From an optimization exercise on the open Yosys and OpenROAD flow, aimed at small area, a short achievable clock period and few clock cycles per item; shortcuts taken in it are not production practice.
The RTL was checked by simulation tests, not by an equivalence proof against the original design.

<file path="design/flow/run.sh">
#!/bin/bash
# synth_recipe.tcl (not shown) runs the flow's synth.tcl, then flattens the netlist and writes it again
# the make line also repeats each setting of config.mk as NAME=value (left out here)
make -C /OpenROAD-flow-scripts/flow DESIGN_CONFIG=/design/flow/config.mk WORK_HOME=/design/flow/orfs CLKGATE_MAP_FILE= SYNTH_SCRIPT=/design/flow/synth_recipe.tcl finish
</file>
<file path="design/flow/config.mk">
export PLATFORM = sky130hd
export DESIGN_NAME = yx_sha256
export DESIGN_NICKNAME = yx_sha256
export VERILOG_FILES = /design/flow/design.v
export SDC_FILE = /design/flow/constraint.sdc
export NUM_CORES = 4
export LEC_CHECK = 0
export CAP_MARGIN = 20
export CORE_MARGIN = 2
export CORE_UTILIZATION = 40
export SLEW_MARGIN = 20
</file>
<file path="design/flow/constraint.sdc">
create_clock -name core_clock -period 8.0 [get_ports {clk}]
set_input_delay 1.6000 -clock core_clock [delete_from_list [all_inputs] [get_ports {clk}]]
set_output_delay 1.6000 -clock core_clock [all_outputs]
set_load 0.01 [all_outputs]
</file>
<file path="design/flow/design.v">
module yx_sha256 (
  input  wire         clk,
  input  wire         rst,       
  input  wire         start,
  input  wire         first,
  input  wire [511:0] block,     
  output wire         ready,
  output reg          done,
  output wire [255:0] digest     
);
  localparam [1:0] S_IDLE = 2'd0, S_RUN = 2'd1, S_FIN = 2'd2;
  localparam [255:0] IV = {
    32'h6a09e667, 32'hbb67ae85, 32'h3c6ef372, 32'ha54ff53a,
    32'h510e527f, 32'h9b05688c, 32'h1f83d9ab, 32'h5be0cd19
  };
  reg [1:0]  state;
  reg [5:0]  round;
  reg [31:0] h0, h1, h2, h3, h4, h5, h6, h7;    
  reg [31:0] a, b, c, d, e, f, g, h;            
  reg [31:0] w [0:15];                           
  function [31:0] rotr(input [31:0] x, input integer n);
    rotr = (x >> n) | (x << (32 - n));
  endfunction
  localparam [2047:0] K_ALL = {
    32'h428a2f98, 32'h71374491, 32'hb5c0fbcf, 32'he9b5dba5,
    32'h3956c25b, 32'h59f111f1, 32'h923f82a4, 32'hab1c5ed5,
    32'hd807aa98, 32'h12835b01, 32'h243185be, 32'h550c7dc3,
    32'h72be5d74, 32'h80deb1fe, 32'h9bdc06a7, 32'hc19bf174,
    32'he49b69c1, 32'hefbe4786, 32'h0fc19dc6, 32'h240ca1cc,
    32'h2de92c6f, 32'h4a7484aa, 32'h5cb0a9dc, 32'h76f988da,
    32'h983e5152, 32'ha831c66d, 32'hb00327c8, 32'hbf597fc7,
    32'hc6e00bf3, 32'hd5a79147, 32'h06ca6351, 32'h14292967,
    32'h27b70a85, 32'h2e1b2138, 32'h4d2c6dfc, 32'h53380d13,
    32'h650a7354, 32'h766a0abb, 32'h81c2c92e, 32'h92722c85,
    32'ha2bfe8a1, 32'ha81a664b, 32'hc24b8b70, 32'hc76c51a3,
    32'hd192e819, 32'hd6990624, 32'hf40e3585, 32'h106aa070,
    32'h19a4c116, 32'h1e376c08, 32'h2748774c, 32'h34b0bcb5,
    32'h391c0cb3, 32'h4ed8aa4a, 32'h5b9cca4f, 32'h682e6ff3,
    32'h748f82ee, 32'h78a5636f, 32'h84c87814, 32'h8cc70208,
    32'h90befffa, 32'ha4506ceb, 32'hbef9a3f7, 32'hc67178f2
  };
  wire [31:0] big_s1 = rotr(e, 6) ^ rotr(e, 11) ^ rotr(e, 25);
  wire [31:0] ch     = (e & f) ^ (~e & g);
  wire [31:0] big_s0 = rotr(a, 2) ^ rotr(a, 13) ^ rotr(a, 22);
  wire [31:0] maj    = (a & b) ^ (a & c) ^ (b & c);
  wire [31:0] t1     = h + big_s1 + ch + K_ALL[2047 - 32*round -: 32] + w[0];
  wire [31:0] t2     = big_s0 + maj;
  wire [31:0] sml_s0 = rotr(w[1], 7) ^ rotr(w[1], 18) ^ (w[1] >> 3);
  wire [31:0] sml_s1 = rotr(w[14], 17) ^ rotr(w[14], 19) ^ (w[14] >> 10);
  wire [31:0] w_next = sml_s1 + w[9] + sml_s0 + w[0];
  assign ready  = (state == S_IDLE);
  assign digest = {h0, h1, h2, h3, h4, h5, h6, h7};
  integer i;
  always @(posedge clk) begin
    if (rst) begin
      state <= S_IDLE;
      done  <= 1'b0;
      round <= 6'd0;
    end else begin
      done <= 1'b0;
      case (state)
        S_IDLE: begin
          if (start) begin
            for (i = 0; i < 16; i = i + 1)
              w[i] <= block[511 - 32*i -: 32];
            if (first) begin
              {h0, h1, h2, h3, h4, h5, h6, h7} <= IV;
              {a, b, c, d, e, f, g, h} <= IV;
            end else begin
              {a, b, c, d, e, f, g, h} <= {h0, h1, h2, h3, h4, h5, h6, h7};
            end
            round <= 6'd0;
            state <= S_RUN;
          end
        end
        S_RUN: begin
          h <= g;
          g <= f;
          f <= e;
          e <= d + t1;
          d <= c;
          c <= b;
          b <= a;
          a <= t1 + t2;
          for (i = 0; i < 15; i = i + 1)
            w[i] <= w[i + 1];
          w[15] <= w_next;
          round <= round + 6'd1;
          if (round == 6'd63)
            state <= S_FIN;
        end
        default: begin   
          h0 <= h0 + a; h1 <= h1 + b; h2 <= h2 + c; h3 <= h3 + d;
          h4 <= h4 + e; h5 <= h5 + f; h6 <= h6 + g; h7 <= h7 + h;
          done  <= 1'b1;
          state <= S_IDLE;
        end
      endcase
    end
  end
endmodule
</file>
==> run notes <==
## routing by layer
layer / up-vias / share of wire, % / global-route usage [%]
met3: 600 / 7.7 / 6.820
met2: 2870 / 47 / 55.37
met1: 31000 / 39 / 42.35
li1: 29170 / - / -
met5: - / 0.080 / 0
met4: 36 / 5.9 / 17.46
## stage by stage
stage	instance area (sq um)	hold WS, ns	setup slack, ns
floorplan	71260	0.4836	-5.688
global placement	84820	0.4882	-0.2721
detailed placement	84820	0.4921	-0.1779
CTS	88740	0.4998	0.03649
global route	89200	0.5119	-0.1100
finish	89220	0.4866	0.2070
## logic make-up after synthesis
kind of cell / count (synthesis) / synth area share (%)
AOI/OAI and AO/OA: 1766 / 15.09
xor gates and xnor gates: 564 / 6.986
adders and majority gates: 612 / 12.74
buffers and inverters: 644 / 3.402
DFF: 1033 / 43.46
muxes: 50 / 0.7612
and+or+nand+nor: 3052 / 17.57
## what timing repair did
action | in CTS | in global routing
pin swaps | 2 | 36
hold endpoints to repair | 0 | 0
resized for setup | 17 | 86
buffers inserted | 0 | 3
setup endpoints to repair | 9 | 27
## cells in the final DEF, fill, tap and decap left out, drive strengths merged, types with 69 or more instances in the layout
cell,instances
inv,230
edfxtp,1024
o21ai,526
clkbuf,144
a211oi,69
nand3,85
xnor2,419
fa,195
a21o,155
clkdlybuf4s50,772
nand2,1984
nor3,130
nor2,569
buf,566
a21oi,571
ha,395
xor2,144
## area by class of cell
class | count | area (sq um) | area share, %
diodes | 26 | 65.06 | 0.07293
clock buffers | 144 | 3093 | 3.467
clock inverters | 74 | 768.2 | 0.8611
inverters | 226 | 860.8 | 0.9649
multi-input cells | 6044 | 38330 | 42.96
flip-flops and latches | 1033 | 30930 | 34.67
well taps | 2340 | 2928 | 3.282
repair buffers | 1338 | 12240 | 13.72
## how the worst max path moves through the flow
stage                   from        to  slack [ns]
floorplan              start  state[0]       -5.69
global placement    round[0]     a[30]       -0.27
detailed placement  round[0]     a[30]       -0.18
CTS                 round[0]     a[31]        0.04
global route        round[0]     e[31]       -0.11
finish              round[1]     a[30]        0.21
## critical path, delay by kind of cell, from the launching register on
kind            cells  cell delay, ns
fa+ha+maj           6            2.00
compound gates     17            3.12
xor+xnor            2            0.29
buf+inv             6            0.79
simple gates        7            0.94
flops               1            0.34
==> results.py <==
metrics = {
    "status": {
        "status": "timing/DRC/antenna clean",
    },
    "floorplanning": {
        "num_rows": 154,
        "die-area_sq_mm": 0.1813,
        "die_w_um": 425.8,
        "die_y_um": 425.8,
        "pin_count": 774,
        "coreArea_sq_mm": 0.1765,
        "start_util_pct": 40.32,
    },
    "critical_path": {
        "rr_endpoint": "a[30]",
        "rr_startpoint": "round[1]",
        "critPathLaunchType": "flop",
        "rrSetupSlack_ns": 0.21,
        "required_ns": 8.53,
        "critPathMaxFanout": 13,
        "crit_top_cell": "o21ai_0",
        "cpMaxStageDelayCell": "fa_1",
        "endpoint_kind": "flop",
        "r2r_cells": 38,
        "path_class": "flop to flop",
        "cpPeakStageDelay_ns": 0.49,
        "crit_arrival_ns": 8.32,
    },
    "synth": {
        "async_reset_ff_share_pct": 0,
        "synth_top_area_share_pct": 43.20,
        "ys_ff_latch": 1033,
        "syn-cell-area_sq_mm": 0.07117,
        "syn_area_per_cell_sq_um": 9.218,
        "yosysMostFrequentCell": "nand2_1",
        "synth_edf_count": 1024,
        "synthTopCellsByArea": "edfxtp_1 43%, nand2_1 10%, ha_1 6.9%",
        "ys_types": 88,
        "syn-instance-count": 7721,
        "synth.net_count": 8827,
        "seq_area_frac_synth_pct": 43.46,
        "synth_top_cell_by_area": "edfxtp_1",
        "synthTopCellsByCount": "1984 x nand2_1, 1024 x edfxtp_1, 570 x a21oi_1, 568 x nor2_1, 520 x o21ai_0",
        "synth_ff_type": "edfxtp_1",
        "synth_warnings": 2,
    },
    "global_routing": {
        "grt_max_degree": 188,
        "grt_usage_pct": 33.85,
        "grt_pass1_wl_mm": 441.0,
        "antenna_found_initial": 44,
        "grt_overflow": 0,
        "first_global_vias": 61600,
    },
    "sta": {
        "finalCritPeriodShare_pct": 97.41,
        "max_slew_margin_pct": 17.46,
        "clock_skew_ns": 0.04006,
        "tightest_slew_ns": 1.238,
        "setup_tns_ns": 0,
        "setup_viol": 0,
        "max_freq_mhz": 128.3,
        "fin_crit_ns": 7.793,
        "finalMaxSlewViolations": 0,
        "hold_viol": 0,
    },
    "clocking": {
        "cts_max_level": 3,
        "cts_buffers": 119,
        "ctsLongestPathBuffers": 3,
        "cts_tree": "done",
        "clk_pin_slew_ns": 0.07,
        "postCtsHoldBufs": 0,
        "root_buffer": "clkbuf_16",
        "clk-insertion-delay-late_ns": 0.81,
        "clock_sinks": 1033,
    },
    "place": {
        "gp_congestion": 0.9905,
        "io_buffers": 773,
        "placedCellCount": 10980,
        "dpl.hpwl_mm": 248.1,
    },
    "job": {
        "cap_viol_max_count": 0,
    },
    "finish": {
        "nFillCells": 16690,
        "final_layout_size_suffix_gt1_share_pct": 9.990,
        "area_growth_pct": 25.36,
        "layout.nets": 9868,
        "top_register": "w",
        "fin_cells": 11230,
        "largest_register_ffs": 512,
        "utilization_pct": 50.55,
    },
    "detailed_routing": {
        "drtPass1Iterations": 6,
        "ant_nets": 0,
        "drc": 0,
        "vias_per_cell": 5.673,
        "wl_mm": 315.7,
        "route.vias.total": 63680,
        "drt_iter0_drc": 6635,
        "wl_per_cell_um": 28.12,
    },
    "hold_path": {
        "hp-class": "flop to flop",
        "hold_end": "w[14][12]",
        "holdCritStartpoint": "w[15][12]",
        "hold_path_depth": 2,
    },
}
Testbench counts, summed over its fixed seeds: cycles 52,082, blocks 789.

==> port drivers added, routing unchanged <==
Ports are ideal in the flow. The routed layout listed here was re-timed in OpenROAD.
Step 1 sets driving cells, clkbuf_16 on the clock port and buf_2 on the other inputs (assumed; they add their load-dependent delay and slew).
Step 2 adds t to the input delays and takes it off the output delays; t is the mean of the earliest and latest rising clock arrival at the registers after step 1. Input paths then give back, and output paths get back, about the clock's delay inside the block.
Three values: ideal, step 1, step 2; two values: the first two.
t, ns: 0.881
setup slack, ns: 0.207 / 0.207 / 0.207
clock arrival spread, ns: 0.047 / 0.047
After both steps setup and hold are still met in this run. The setup slack of this run moves by 0.000 ns with the drivers and by 0.000 ns with both steps.
